Context: an optimization exercise on an open-source flow, tuned for small area, a short achievable clock period and few clock cycles per item. The choices shown serve that exercise and are no tape-out recipe. For this run, only the layout was checked, not whether the RTL still works.

## config.mk

```make
export PLATFORM = sky130hd
export DESIGN_NAME = chestnut_cordic
export DESIGN_NICKNAME = chestnut_cordic
export VERILOG_FILES = /design/flow/design.v
export SDC_FILE = /design/flow/constraint.sdc
export NUM_CORES = 4
export LEC_CHECK = 0
export ABC_CLOCK_PERIOD_IN_PS = 4000
export CAP_MARGIN = 20
export CORE_MARGIN = 2
export CORE_UTILIZATION = 40
export PLACE_DENSITY = 0.6
export SLEW_MARGIN = 20
```

## design.v

```verilog
module chestnut_cordic (
    input  wire        clk,
    input  wire        rst,
    input  wire        in_valid,
    output wire        in_ready,
    input  wire [23:0] in_re,
    input  wire [23:0] in_im,
    input  wire [3:0]  in_ash,
    output reg         out_valid,
    output reg  [23:0] out_phase,
    output reg  [15:0] out_amp,
    output reg         out_sat
);
    assign in_ready = 1'b1;
    reg        v_in;
    reg [23:0] re_in, im_in;
    reg [3:0]  ash_in;
    always @(posedge clk) begin
        v_in   <= in_valid & ~rst;
        re_in  <= in_re;
        im_in  <= in_im;
        ash_in <= in_ash;
    end
    wire sr = re_in[23], si = im_in[23];
    wire im_z = (im_in == 24'd0);
    wire b0 = sr ? (si | im_z) : ~si;           
    wire nre = b0 ^ sr;
    wire [24:0] x1q = {1'b0, re_in ^ {24{sr}}} + {1'b0, im_in ^ {24{si}}} + sr + si;
    wire [25:0] y1q = {{2{im_in[23] ^ sr}}, im_in ^ {24{sr}}} + {{2{re_in[23] ^ nre}}, re_in ^ {24{nre}}} + sr + nre;
    wire [27:0] s0_i0_x = {x1q, 3'b000};
    wire signed [27:0] s0_i0_y = {y1q[24:0], 3'b000};
    wire s0_i1_d = ~s0_i0_y[27];
    wire s0_i1_ry = s0_i0_y[0] & (s0_i0_y[1]);
    wire [27:0] s0_i1_xn = s0_i0_x + {2'd0, s0_i0_y[26:1] ^ {26{s0_i0_y[27]}}} + (s0_i1_ry ^ s0_i0_y[27]);
    wire s0_i1_rx = s0_i0_x[0] & (s0_i0_x[1]);
    wire [27:0] s0_i1_yn = s0_i0_y[27:0] + ({1'd0, s0_i0_x[27:1]} ^ {28{s0_i1_d}}) + (s0_i1_rx ^ s0_i1_d);
    reg        q0_v;
    reg [3:0]  q0_ash;
    reg [2:0] q0_b;
    reg [27:0] q0_x;
    reg [27:0] q0_y;
    always @(posedge clk) begin
        q0_v   <= v_in & ~rst;
        q0_ash <= ash_in;
        q0_b   <= {s0_i1_d, b0, sr};
        q0_x   <= s0_i1_xn;
        q0_y   <= s0_i1_yn;
    end
    wire s1_i2_d = ~q0_y[27];
    wire s1_i2_ry = q0_y[1] & (q0_y[2] | (|q0_y[0:0]));
    wire [27:0] s1_i2_xn = q0_x + {3'd0, q0_y[26:2] ^ {25{q0_y[27]}}} + (s1_i2_ry ^ q0_y[27]);
    wire s1_i2_rx = q0_x[1] & (q0_x[2] | (|q0_x[0:0]));
    wire [26:0] s1_i2_yn = q0_y[26:0] + ({1'd0, q0_x[27:2]} ^ {27{s1_i2_d}}) + (s1_i2_rx ^ s1_i2_d);
    wire s1_i3_d = ~s1_i2_yn[26];
    wire s1_i3_ry = s1_i2_yn[2] & (s1_i2_yn[3] | (|s1_i2_yn[1:0]));
    wire [27:0] s1_i3_xn = s1_i2_xn + {5'd0, s1_i2_yn[25:3] ^ {23{s1_i2_yn[26]}}} + (s1_i3_ry ^ s1_i2_yn[26]);
    wire s1_i3_rx = s1_i2_xn[2] & (s1_i2_xn[3] | (|s1_i2_xn[1:0]));
    wire [25:0] s1_i3_yn = s1_i2_yn[25:0] + ({1'd0, s1_i2_xn[27:3]} ^ {26{s1_i3_d}}) + (s1_i3_rx ^ s1_i3_d);
    reg        q1_v;
    reg [3:0]  q1_ash;
    reg [4:0] q1_b;
    reg [27:0] q1_x;
    reg [25:0] q1_y;
    always @(posedge clk) begin
        q1_v   <= q0_v & ~rst;
        q1_ash <= q0_ash;
        q1_b   <= {s1_i3_d, s1_i2_d, q0_b};
        q1_x   <= s1_i3_xn;
        q1_y   <= s1_i3_yn;
    end
    wire s2_i4_d = ~q1_y[25];
    wire s2_i4_ry = q1_y[3] & (q1_y[4] | (|q1_y[2:0]));
    wire [27:0] s2_i4_xn = q1_x + {7'd0, q1_y[24:4] ^ {21{q1_y[25]}}} + (s2_i4_ry ^ q1_y[25]);
    wire s2_i4_rx = q1_x[3] & (q1_x[4] | (|q1_x[2:0]));
    wire [24:0] s2_i4_yn = q1_y[24:0] + ({1'd0, q1_x[27:4]} ^ {25{s2_i4_d}}) + (s2_i4_rx ^ s2_i4_d);
    wire s2_i5_d = ~s2_i4_yn[24];
    wire s2_i5_ry = s2_i4_yn[4] & (s2_i4_yn[5] | (|s2_i4_yn[3:0]));
    wire [27:0] s2_i5_xn = s2_i4_xn + {9'd0, s2_i4_yn[23:5] ^ {19{s2_i4_yn[24]}}} + (s2_i5_ry ^ s2_i4_yn[24]);
    wire s2_i5_rx = s2_i4_xn[4] & (s2_i4_xn[5] | (|s2_i4_xn[3:0]));
    wire [23:0] s2_i5_yn = s2_i4_yn[23:0] + ({1'd0, s2_i4_xn[27:5]} ^ {24{s2_i5_d}}) + (s2_i5_rx ^ s2_i5_d);
    reg        q2_v;
    reg [3:0]  q2_ash;
    reg [6:0] q2_b;
    reg [27:0] q2_x;
    reg [23:0] q2_y;
    always @(posedge clk) begin
        q2_v   <= q1_v & ~rst;
        q2_ash <= q1_ash;
        q2_b   <= {s2_i5_d, s2_i4_d, q1_b};
        q2_x   <= s2_i5_xn;
        q2_y   <= s2_i5_yn;
    end
    wire s3_i6_d = ~q2_y[23];
    wire s3_i6_ry = q2_y[5] & (q2_y[6] | (|q2_y[4:0]));
    wire [27:0] s3_i6_xn = q2_x + {11'd0, q2_y[22:6] ^ {17{q2_y[23]}}} + (s3_i6_ry ^ q2_y[23]);
    wire s3_i6_rx = q2_x[5] & (q2_x[6] | (|q2_x[4:0]));
    wire [22:0] s3_i6_yn = q2_y[22:0] + ({1'd0, q2_x[27:6]} ^ {23{s3_i6_d}}) + (s3_i6_rx ^ s3_i6_d);
    wire s3_i7_d = ~s3_i6_yn[22];
    wire s3_i7_ry = s3_i6_yn[6] & (s3_i6_yn[7] | (|s3_i6_yn[5:0]));
    wire [27:0] s3_i7_xn = s3_i6_xn + {13'd0, s3_i6_yn[21:7] ^ {15{s3_i6_yn[22]}}} + (s3_i7_ry ^ s3_i6_yn[22]);
    wire s3_i7_rx = s3_i6_xn[6] & (s3_i6_xn[7] | (|s3_i6_xn[5:0]));
    wire [21:0] s3_i7_yn = s3_i6_yn[21:0] + ({1'd0, s3_i6_xn[27:7]} ^ {22{s3_i7_d}}) + (s3_i7_rx ^ s3_i7_d);
    reg        q3_v;
    reg [3:0]  q3_ash;
    reg [8:0] q3_b;
    reg [27:0] q3_x;
    reg [21:0] q3_y;
    always @(posedge clk) begin
        q3_v   <= q2_v & ~rst;
        q3_ash <= q2_ash;
        q3_b   <= {s3_i7_d, s3_i6_d, q2_b};
        q3_x   <= s3_i7_xn;
        q3_y   <= s3_i7_yn;
    end
    wire s4_i8_d = ~q3_y[21];
    wire s4_i8_ry = q3_y[7] & (q3_y[8] | (|q3_y[6:0]));
    wire [27:0] s4_i8_xn = q3_x + {15'd0, q3_y[20:8] ^ {13{q3_y[21]}}} + (s4_i8_ry ^ q3_y[21]);
    wire s4_i8_rx = q3_x[7] & (q3_x[8] | (|q3_x[6:0]));
    wire [20:0] s4_i8_yn = q3_y[20:0] + ({1'd0, q3_x[27:8]} ^ {21{s4_i8_d}}) + (s4_i8_rx ^ s4_i8_d);
    wire s4_i9_d = ~s4_i8_yn[20];
    wire s4_i9_ry = s4_i8_yn[8] & (s4_i8_yn[9] | (|s4_i8_yn[7:0]));
    wire [27:0] s4_i9_xn = s4_i8_xn + {17'd0, s4_i8_yn[19:9] ^ {11{s4_i8_yn[20]}}} + (s4_i9_ry ^ s4_i8_yn[20]);
    wire s4_i9_rx = s4_i8_xn[8] & (s4_i8_xn[9] | (|s4_i8_xn[7:0]));
    wire [19:0] s4_i9_yn = s4_i8_yn[19:0] + ({1'd0, s4_i8_xn[27:9]} ^ {20{s4_i9_d}}) + (s4_i9_rx ^ s4_i9_d);
    reg        q4_v;
    reg [3:0]  q4_ash;
    reg [10:0] q4_b;
    reg [27:0] q4_x;
    reg [19:0] q4_y;
    always @(posedge clk) begin
        q4_v   <= q3_v & ~rst;
        q4_ash <= q3_ash;
        q4_b   <= {s4_i9_d, s4_i8_d, q3_b};
        q4_x   <= s4_i9_xn;
        q4_y   <= s4_i9_yn;
    end
    wire s5_i10_d = ~q4_y[19];
    wire s5_i10_ry = q4_y[9] & (q4_y[10] | (|q4_y[8:0]));
    wire [27:0] s5_i10_xn = q4_x + {19'd0, q4_y[18:10] ^ {9{q4_y[19]}}} + (s5_i10_ry ^ q4_y[19]);
    wire s5_i10_rx = q4_x[9] & (q4_x[10] | (|q4_x[8:0]));
    wire [18:0] s5_i10_yn = q4_y[18:0] + ({1'd0, q4_x[27:10]} ^ {19{s5_i10_d}}) + (s5_i10_rx ^ s5_i10_d);
    wire s5_i11_d = ~s5_i10_yn[18];
    wire s5_i11_ry = s5_i10_yn[10] & (s5_i10_yn[11] | (|s5_i10_yn[9:0]));
    wire [27:0] s5_i11_xn = s5_i10_xn + {21'd0, s5_i10_yn[17:11] ^ {7{s5_i10_yn[18]}}} + (s5_i11_ry ^ s5_i10_yn[18]);
    wire s5_i11_rx = s5_i10_xn[10] & (s5_i10_xn[11] | (|s5_i10_xn[9:0]));
    wire [17:0] s5_i11_yn = s5_i10_yn[17:0] + ({1'd0, s5_i10_xn[27:11]} ^ {18{s5_i11_d}}) + (s5_i11_rx ^ s5_i11_d);
    reg        q5_v;
    reg [3:0]  q5_ash;
    reg [12:0] q5_b;
    reg [27:0] q5_x;
    reg [17:0] q5_y;
    always @(posedge clk) begin
        q5_v   <= q4_v & ~rst;
        q5_ash <= q4_ash;
        q5_b   <= {s5_i11_d, s5_i10_d, q4_b};
        q5_x   <= s5_i11_xn;
        q5_y   <= s5_i11_yn;
    end
    wire s6_i12_d = ~q5_y[17];
    wire s6_i12_ry = q5_y[11] & (q5_y[12] | (|q5_y[10:0]));
    wire [27:0] s6_i12_xn = q5_x + {23'd0, q5_y[16:12] ^ {5{q5_y[17]}}} + (s6_i12_ry ^ q5_y[17]);
    wire s6_i12_rx = q5_x[11] & (q5_x[12] | (|q5_x[10:0]));
    wire [16:0] s6_i12_yn = q5_y[16:0] + ({1'd0, q5_x[27:12]} ^ {17{s6_i12_d}}) + (s6_i12_rx ^ s6_i12_d);
    wire s6_i13_d = ~s6_i12_yn[16];
    wire s6_i13_ry = s6_i12_yn[12] & (s6_i12_yn[13] | (|s6_i12_yn[11:0]));
    wire [27:0] s6_i13_xn = s6_i12_xn + {25'd0, s6_i12_yn[15:13] ^ {3{s6_i12_yn[16]}}} + (s6_i13_ry ^ s6_i12_yn[16]);
    wire s6_i13_rx = s6_i12_xn[12] & (s6_i12_xn[13] | (|s6_i12_xn[11:0]));
    wire [15:0] s6_i13_yn = s6_i12_yn[15:0] + ({1'd0, s6_i12_xn[27:13]} ^ {16{s6_i13_d}}) + (s6_i13_rx ^ s6_i13_d);
    reg        q6_v;
    reg [3:0]  q6_ash;
    reg [14:0] q6_b;
    reg [27:0] q6_x;
    reg [15:0] q6_y;
    always @(posedge clk) begin
        q6_v   <= q5_v & ~rst;
        q6_ash <= q5_ash;
        q6_b   <= {s6_i13_d, s6_i12_d, q5_b};
        q6_x   <= s6_i13_xn;
        q6_y   <= s6_i13_yn;
    end
    wire s7_i14_d = ~q6_y[15];
    wire s7_i14_ry = q6_y[13] & (q6_y[14] | (|q6_y[12:0]));
    wire [27:0] s7_i14_xn = q6_x + {27'd0, q6_y[14:14] ^ {1{q6_y[15]}}} + (s7_i14_ry ^ q6_y[15]);
    wire s7_i14_rx = q6_x[13] & (q6_x[14] | (|q6_x[12:0]));
    wire [14:0] s7_i14_yn = q6_y[14:0] + ({1'd0, q6_x[27:14]} ^ {15{s7_i14_d}}) + (s7_i14_rx ^ s7_i14_d);
    wire s7_i15_d = ~s7_i14_yn[14];
    wire s7_i15_rx = s7_i14_xn[14] & (s7_i14_xn[15] | (|s7_i14_xn[13:0]));
    wire [13:0] s7_i15_yn = s7_i14_yn[13:0] + ({1'd0, s7_i14_xn[27:15]} ^ {14{s7_i15_d}}) + (s7_i15_rx ^ s7_i15_d);
    reg        q7_v;
    reg [3:0]  q7_ash;
    reg [16:0] q7_b;
    reg [27:0] q7_x;
    reg [13:0] q7_y;
    always @(posedge clk) begin
        q7_v   <= q6_v & ~rst;
        q7_ash <= q6_ash;
        q7_b   <= {s7_i15_d, s7_i14_d, q6_b};
        q7_x   <= s7_i14_xn;
        q7_y   <= s7_i15_yn;
    end
    wire s8_i16_d = ~q7_y[13];
    wire s8_i16_rx = q7_x[15] & (q7_x[16] | (|q7_x[14:0]));
    wire [12:0] s8_i16_yn = q7_y[12:0] + ({1'd0, q7_x[27:16]} ^ {13{s8_i16_d}}) + (s8_i16_rx ^ s8_i16_d);
    wire s8_i17_d = ~s8_i16_yn[12];
    wire s8_i17_rx = q7_x[16] & (q7_x[17] | (|q7_x[15:0]));
    wire [11:0] s8_i17_yn = s8_i16_yn[11:0] + ({1'd0, q7_x[27:17]} ^ {12{s8_i17_d}}) + (s8_i17_rx ^ s8_i17_d);
    reg        q8_v;
    reg [3:0]  q8_ash;
    reg [18:0] q8_b;
    reg [27:0] q8_x;
    reg [11:0] q8_y;
    always @(posedge clk) begin
        q8_v   <= q7_v & ~rst;
        q8_ash <= q7_ash;
        q8_b   <= {s8_i17_d, s8_i16_d, q7_b};
        q8_x   <= q7_x;
        q8_y   <= s8_i17_yn;
    end
    wire s9_i18_d = ~q8_y[11];
    wire s9_i18_rx = q8_x[17] & (q8_x[18] | (|q8_x[16:0]));
    wire [10:0] s9_i18_yn = q8_y[10:0] + ({1'd0, q8_x[27:18]} ^ {11{s9_i18_d}}) + (s9_i18_rx ^ s9_i18_d);
    wire s9_i19_d = ~s9_i18_yn[10];
    wire s9_i19_rx = q8_x[18] & (q8_x[19] | (|q8_x[17:0]));
    wire [9:0] s9_i19_yn = s9_i18_yn[9:0] + ({1'd0, q8_x[27:19]} ^ {10{s9_i19_d}}) + (s9_i19_rx ^ s9_i19_d);
    reg        q9_v;
    reg [3:0]  q9_ash;
    reg [20:0] q9_b;
    reg [27:0] q9_x;
    reg [9:0] q9_y;
    always @(posedge clk) begin
        q9_v   <= q8_v & ~rst;
        q9_ash <= q8_ash;
        q9_b   <= {s9_i19_d, s9_i18_d, q8_b};
        q9_x   <= q8_x;
        q9_y   <= s9_i19_yn;
    end
    wire s10_i20_d = ~q9_y[9];
    wire s10_i20_rx = q9_x[19] & (q9_x[20] | (|q9_x[18:0]));
    wire [8:0] s10_i20_yn = q9_y[8:0] + ({1'd0, q9_x[27:20]} ^ {9{s10_i20_d}}) + (s10_i20_rx ^ s10_i20_d);
    wire s10_i21_d = ~s10_i20_yn[8];
    wire s10_i21_rx = q9_x[20] & (q9_x[21] | (|q9_x[19:0]));
    wire [7:0] s10_i21_yn = s10_i20_yn[7:0] + ({1'd0, q9_x[27:21]} ^ {8{s10_i21_d}}) + (s10_i21_rx ^ s10_i21_d);
    reg        q10_v;
    reg [3:0]  q10_ash;
    reg [22:0] q10_b;
    reg [27:0] q10_x;
    reg [7:0] q10_y;
    always @(posedge clk) begin
        q10_v   <= q9_v & ~rst;
        q10_ash <= q9_ash;
        q10_b   <= {s10_i21_d, s10_i20_d, q9_b};
        q10_x   <= q9_x;
        q10_y   <= s10_i21_yn;
    end
    wire s11_i22_d = ~q10_y[7];
    wire s11_i22_rx = q10_x[21] & (q10_x[22] | (|q10_x[20:0]));
    wire [6:0] s11_i22_yn = q10_y[6:0] + ({1'd0, q10_x[27:22]} ^ {7{s11_i22_d}}) + (s11_i22_rx ^ s11_i22_d);
    wire s11_i23_d = ~s11_i22_yn[6];
    reg        q11_v;
    reg [3:0]  q11_ash;
    reg [24:0] q11_b;
    reg [27:0] q11_x;
    always @(posedge clk) begin
        q11_v   <= q10_v & ~rst;
        q11_ash <= q10_ash;
        q11_b   <= {s11_i23_d, s11_i22_d, q10_b};
        q11_x   <= q10_x;
    end
    reg [27:0] rom0;
    always @(*) begin
        case (q11_b[3:0])
            4'd0: rom0 = 28'd193957324;
            4'd1: rom0 = 28'd59739596;
            4'd2: rom0 = 28'd261066188;
            4'd3: rom0 = 28'd126848460;
            4'd4: rom0 = 28'd233574000;
            4'd5: rom0 = 28'd99356272;
            4'd6: rom0 = 28'd32247408;
            4'd7: rom0 = 28'd166465136;
            4'd8: rom0 = 28'd214889688;
            4'd9: rom0 = 28'd80671960;
            4'd10: rom0 = 28'd13563096;
            4'd11: rom0 = 28'd147780824;
            4'd12: rom0 = 28'd254506364;
            4'd13: rom0 = 28'd120288636;
            4'd14: rom0 = 28'd53179772;
            4'd15: rom0 = 28'd187397500;
            default: rom0 = 28'd0;
        endcase
    end
    reg [24:0] rom1;
    always @(*) begin
        case (q11_b[7:4])
            4'd0: rom1 = 25'd0;
            4'd1: rom1 = 25'd10625594;
            4'd2: rom1 = 25'd5333416;
            4'd3: rom1 = 25'd15959010;
            4'd4: rom1 = 25'd2669308;
            4'd5: rom1 = 25'd13294902;
            4'd6: rom1 = 25'd8002724;
            4'd7: rom1 = 25'd18628318;
            4'd8: rom1 = 25'd1334980;
            4'd9: rom1 = 25'd11960574;
            4'd10: rom1 = 25'd6668396;
            4'd11: rom1 = 25'd17293990;
            4'd12: rom1 = 25'd4004288;
            4'd13: rom1 = 25'd14629882;
            4'd14: rom1 = 25'd9337704;
            4'd15: rom1 = 25'd19963298;
            default: rom1 = 25'd0;
        endcase
    end
    reg [20:0] rom2;
    always @(*) begin
        case (q11_b[11:8])
            4'd0: rom2 = 21'd0;
            4'd1: rom2 = 21'd667530;
            4'd2: rom2 = 21'd333770;
            4'd3: rom2 = 21'd1001300;
            4'd4: rom2 = 21'd166886;
            4'd5: rom2 = 21'd834416;
            4'd6: rom2 = 21'd500656;
            4'd7: rom2 = 21'd1168186;
            4'd8: rom2 = 21'd83444;
            4'd9: rom2 = 21'd750974;
            4'd10: rom2 = 21'd417214;
            4'd11: rom2 = 21'd1084744;
            4'd12: rom2 = 21'd250330;
            4'd13: rom2 = 21'd917860;
            4'd14: rom2 = 21'd584100;
            4'd15: rom2 = 21'd1251630;
            default: rom2 = 21'd0;
        endcase
    end
    reg [16:0] rom3;
    always @(*) begin
        case (q11_b[15:12])
            4'd0: rom3 = 17'd0;
            4'd1: rom3 = 17'd41722;
            4'd2: rom3 = 17'd20860;
            4'd3: rom3 = 17'd62582;
            4'd4: rom3 = 17'd10430;
            4'd5: rom3 = 17'd52152;
            4'd6: rom3 = 17'd31290;
            4'd7: rom3 = 17'd73012;
            4'd8: rom3 = 17'd5216;
            4'd9: rom3 = 17'd46938;
            4'd10: rom3 = 17'd26076;
            4'd11: rom3 = 17'd67798;
            4'd12: rom3 = 17'd15646;
            4'd13: rom3 = 17'd57368;
            4'd14: rom3 = 17'd36506;
            4'd15: rom3 = 17'd78228;
            default: rom3 = 17'd0;
        endcase
    end
    reg [12:0] rom4;
    always @(*) begin
        case (q11_b[19:16])
            4'd0: rom4 = 13'd0;
            4'd1: rom4 = 13'd2608;
            4'd2: rom4 = 13'd1304;
            4'd3: rom4 = 13'd3912;
            4'd4: rom4 = 13'd652;
            4'd5: rom4 = 13'd3260;
            4'd6: rom4 = 13'd1956;
            4'd7: rom4 = 13'd4564;
            4'd8: rom4 = 13'd326;
            4'd9: rom4 = 13'd2934;
            4'd10: rom4 = 13'd1630;
            4'd11: rom4 = 13'd4238;
            4'd12: rom4 = 13'd978;
            4'd13: rom4 = 13'd3586;
            4'd14: rom4 = 13'd2282;
            4'd15: rom4 = 13'd4890;
            default: rom4 = 13'd0;
        endcase
    end
    reg [8:0] rom5;
    always @(*) begin
        case (q11_b[24:20])
            5'd0: rom5 = 9'd0;
            5'd1: rom5 = 9'd162;
            5'd2: rom5 = 9'd82;
            5'd3: rom5 = 9'd244;
            5'd4: rom5 = 9'd40;
            5'd5: rom5 = 9'd202;
            5'd6: rom5 = 9'd122;
            5'd7: rom5 = 9'd284;
            5'd8: rom5 = 9'd20;
            5'd9: rom5 = 9'd182;
            5'd10: rom5 = 9'd102;
            5'd11: rom5 = 9'd264;
            5'd12: rom5 = 9'd60;
            5'd13: rom5 = 9'd222;
            5'd14: rom5 = 9'd142;
            5'd15: rom5 = 9'd304;
            5'd16: rom5 = 9'd10;
            5'd17: rom5 = 9'd172;
            5'd18: rom5 = 9'd92;
            5'd19: rom5 = 9'd254;
            5'd20: rom5 = 9'd50;
            5'd21: rom5 = 9'd212;
            5'd22: rom5 = 9'd132;
            5'd23: rom5 = 9'd294;
            5'd24: rom5 = 9'd30;
            5'd25: rom5 = 9'd192;
            5'd26: rom5 = 9'd112;
            5'd27: rom5 = 9'd274;
            5'd28: rom5 = 9'd70;
            5'd29: rom5 = 9'd232;
            5'd30: rom5 = 9'd152;
            5'd31: rom5 = 9'd314;
            default: rom5 = 9'd0;
        endcase
    end
    reg [27:0] z1a;
    reg [21:0] z1b;
    reg [13:0] z1c;
    reg [27:0] z2;
    reg [27:0] xm;
    reg [42:0] t1;
    reg [38:0] t2;
    reg [3:0]  m1_ash, m2_ash;
    reg        m1_st, m2_st, m1_z, m2_z, m1_v, m2_v;
    reg [24:0] pt;
    wire [42:0] xf = {15'd0, q11_x};
    wire [9:0]  ash_mask = ~(10'h3ff << q11_ash);
    always @(posedge clk) begin
        z1a   <= rom0 + rom1;
        z1b   <= rom2 + rom3;
        z1c   <= rom4 + rom5;
        t1    <= xf + (xf << 2) + (xf << 13) + (xf << 15);
        t2    <= (xf << 4) + (xf << 7) + (xf << 10);
        m1_ash <= q11_ash;
        m1_st <= (|q11_x[17:0]) | (|(q11_x[27:18] & ash_mask));
        m1_z  <= ~(|q11_x);
        m1_v  <= q11_v & ~rst;
    end
    wire [42:0] p = t1 - {4'd0, t2};
    always @(posedge clk) begin
        z2    <= z1a + z1b + z1c;
        pt    <= p[42:18];
        m2_ash <= m1_ash;
        m2_st <= m1_st;
        m2_z  <= m1_z;
        m2_v  <= m1_v & ~rst;
    end
    wire [24:0] vsh = pt >> m2_ash;
    wire        amp_r = vsh[0] & (m2_st | vsh[1]);
    wire [15:0] amp_q = vsh[16:1] + amp_r;
    wire        sat = (|vsh[24:17]) | (&vsh[16:0]);
    wire        ph_r = z2[3] & (z2[4] | (|z2[2:0]));
    wire [23:0] ph = z2[27:4] + ph_r;
    always @(posedge clk) begin
        out_valid <= m2_v & ~rst;
        out_phase <= m2_z ? 24'd0 : ph;
        out_amp   <= sat ? 16'hffff : amp_q;
        out_sat   <= sat;
    end
endmodule
```

## constraint.sdc

```tcl
create_clock -name core_clock -period 12.0 [get_ports {clk}]
set_input_delay 2.4000 -clock core_clock [delete_from_list [all_inputs] [get_ports {clk}]]
set_output_delay 2.4000 -clock core_clock [all_outputs]
set_load 0.01 [all_outputs]
```

## run.sh

```bash
#!/bin/bash
# synth_recipe.tcl (not shown) runs the flow's synth.tcl, then flattens the netlist and writes it again
# the make line also repeats each setting of config.mk as NAME=value (left out here)
make -C /OpenROAD-flow-scripts/flow DESIGN_CONFIG=/design/flow/config.mk WORK_HOME=/design/flow/orfs CLKGATE_MAP_FILE= SYNTH_SCRIPT=/design/flow/synth_recipe.tcl finish
```

==> impl_metrics.tcl <==
set metrics [dict create \
    ys_seq_area_share_pct 30.4 \
    initial_core_util_pct 40.3 \
    path_class "reg2reg" \
    grt_pass1_vias 53700 \
    yosysWarnings 1 \
    hp-class "reg2reg" \
    outcome "timing/DRC/antenna clean" \
    syn_area_um2 73900 \
    viasPerCell 5.18 \
    period_needed_ps 8370 \
    synth.net_count 9013 \
    clock_latency_ps 790 \
    ys.flop_type "dfxtp_1" \
    drt-total-wl_um 179000 \
    crit_required_ps 12640 \
    end_kind "flip-flop" \
    synth_compound_area_share_pct 16.4 \
    drc 0 \
    r2r_start "im_in[23]" \
    grtUsageTotal_pct 18.8 \
    post_cts_buffers 0 \
    synth-xor-area-share_pct 18.4 \
    crit_top_cell "ha_1" \
    synth_edf_count 0 \
    die_area_um2 188000 \
    drt-initial-drc-count 3175 \
    skew_ps 44.1 \
    hold_buffers 0 \
    cp-startpoint "im_in[23]" \
    fin_nets 9078 \
    postRouteAntennaNets 0 \
    cts-resized-gates 0 \
    tightest_slew_ps 1060 \
    io_buffers 96 \
    cts_tree "done" \
    grt_max_degree 52 \
    synthAdderAreaFrac_pct 18.6 \
    min-delay-start "q5_ash[2]" \
    drv_slew 0 \
    fp.dieW_um 434 \
    max-cap-violations 0 \
    fmax_mhz 120 \
    clkTransAtPathRegs_ps 60 \
    synthCells 7941 \
    wl_per_cell_um 16.9 \
    htreeDepth 3 \
    slew-limit-headroom_pct 29.2 \
    crit_path_top_delay_cell "inv_2" \
    clock-root-buffer "clkbuf_16" \
    tritoncts_num_sinks 1121 \
    synthArstFlopShare_pct 0 \
    first_pass_iters 5 \
    final.setup.tns_ps 0 \
    setup_viol 0 \
    synth_top_family_by_area "adder cells" \
    die_y_um 434 \
    crit_arrival_ps 9000 \
    io_pins 98 \
    max_stage_delay_ps 640 \
    rsz0062_at_grt "no" \
    hold_viol 0 \
    design.core.area_um2 183000 \
    synth_simple_gate_area_share_pct 11.9 \
    postSynthAreaPerCell_um2 9.31 \
    rows 157 \
    ys_types 120 \
    dp_hpwl_um 145000 \
    grt_pass1_wl_um 288000 \
    antenna_found_initial 5 \
    numCtsBuffers 120 \
    vias 54800 \
    ys_seq_elements 1121 \
    clk_path_buf_depth 3 \
    place.gp.congestion 0.895 \
    min_period_over_period_pct 69.7 \
    area_growth_pct 10.7 \
    start_kind "flip-flop" \
    grt_overflow 0 \
    crit_fanout 31 \
    final_layout_size_suffix_gt1_share_pct 4.76 \
    whs_ps 298 \
    synth.area.mux_share_pct 1.52 \
]
placed cells by master (no fill, tap or decap), drive strengths merged, types with 53 or more instances in the layout:
cell           instances
a21o                 245
a21oi                581
a31oi                 58
and3                  81
clkbuf               155
clkdlybuf4s50         96
dfxtp               1121
fa                   133
ha                   884
inv                  372
nand2                371
nand2b                98
nand3                123
nand4                 64
nor2                 523
nor2b                120
nor3                 126
nor4                  66
o211ai                53
o21a                 128
o21ai                359
o21bai                98
xnor2               1011
xor2                 529
area by class of cell:
type | count | area, µm²
Antenna cell | 2 | 5.00
Inverter | 360 | 1350
Sequential cell | 1121 | 22400
Fill cell | 17700 | 101000
Multi-Input combinational cell | 6282 | 49400
Clock buffer | 155 | 3380
Clock inverter | 73 | 1000
Tap cell | 2464 | 3080
Timing Repair Buffer | 121 | 1170
through the flow:
| step | worst slack, ps | utilization, % | instance area [µm²] | instances |
|---|---|---|---|---|
| 2_1_floorplan | 4830 | - | 73900 | 7941 |
| 3_5_place_dp | 3130 | 42.2 | 77400 | 10300 |
| 4_1_cts | 3110 | 44.6 | 81800 | 10600 |
| 3_3_place_gp | 3230 | 42.2 | 77400 | 10300 |
| 5_1_grt | 2940 | 44.7 | 81800 | 10600 |
| 6_report | 3630 | 44.7 | 81800 | 10600 |
worst max-delay path: cells and delay by family (launching register included):
kind                     cells  cell delay (ps)
AO/OA/AOI/OAI               10             2410
buffers and inverters        6             1590
flip-flops                   1              300
XOR/XNOR                     4              720
adder cells (fa/ha/maj)      4             1340
AND/OR/NAND/NOR              8             1840
synthesized netlist by cell type (all sizes together) (39+ instances only):
cell type / count / area share, %
xnor2: 1011 / 12
mux2i: 39 / 0.53
o21a: 128 / 1.3
a21oi: 581 / 3.9
a31oi: 58 / 0.50
and3: 81 / 0.69
dfxtp: 1121 / 30
fa: 133 / 3.6
nand2b: 98 / 0.83
a211oi: 52 / 0.56
nor4: 66 / 0.57
buf: 75 / 0.52
or3: 46 / 0.40
nor2: 523 / 2.7
o211ai: 53 / 0.55
clkbuf: 103 / 0.52
nor3: 126 / 0.87
a21o: 245 / 2.5
nand3: 123 / 0.83
ha: 884 / 15
o31ai: 43 / 0.47
inv: 360 / 1.8
xor2: 529 / 6.3
o21bai: 98 / 1.0
o21ai: 359 / 2.4
nor2b: 120 / 1.0
nand2: 371 / 1.9
nand4: 64 / 0.54
path summary, 6_finish.rpt:
| check | end | slack, ps | depth (start not counted) |
|---|---|---|---|
| hold / removal | q6_ash[2] | 300 | 0 |
| setup / recovery | q0_x[27] | 3630 | 32 |
| hold reg to reg | q6_ash[2] | 300 | 0 |
| setup reg to reg | q0_x[27] | 3630 | 32 |
sequential cells by signal, summed over array words and instances (netlist names), 27 cells and up:
signal / count
q11_x: 28
q9_x: 28
q10_x: 28
q3_x: 28
z1a: 27
q1_x: 28
t2: 35
z2: 27
q5_x: 28
q7_x: 28
q2_x: 28
q4_x: 28
q6_x: 28
q8_x: 28
t1: 39
per-layer routing:
layer  routed length (µm)  track usage [%]  part of all wire [%]  up-vias
met5                    0                0                     0        -
met4                 4400             4.95                   2.5        0
met3                 6240             2.11                   3.5      252
met2                83000             31.8                    46      946
met1                85400             25.4                    48    25600
li1                     -                -                     -    28000
cells by family after synthesis:
logic type / after synthesis
AO/OA/AOI/OAI: 1864
adder cells (fa/ha/maj): 1018
AND/OR/NAND/NOR: 1778
XOR/XNOR: 1543
buffers and inverters: 538
other: 1
multiplexers: 78
flip-flops: 1121

what the ideal ports hide:
In the flow no input, the clock included, has a driving cell. The finished layout below was timed again as built, in two steps.
Step 1: set_driving_cell puts a clkbuf_16 on clk and a buf_2 on each other input, an assumption about the parent block.
Step 2 adds t to the input delays and takes it off the output delays; t is the mean of the earliest and latest rising clock arrival at the registers after step 1. Input paths then give back, and output paths get back, about the clock's delay inside the block.
Slacks: ideal ports / drivers / drivers and shift; pairs: ideal ports / drivers.
t (ns): 0.840
setup slack, ns: 3.635 / 3.635 / 3.635
worst setup path at the end: register to register
pins driven straight from the clock port: 1
After both steps this run still meets setup and hold. The setup slack of this run moves by 0.000 ns with the drivers and by 0.000 ns with both steps.
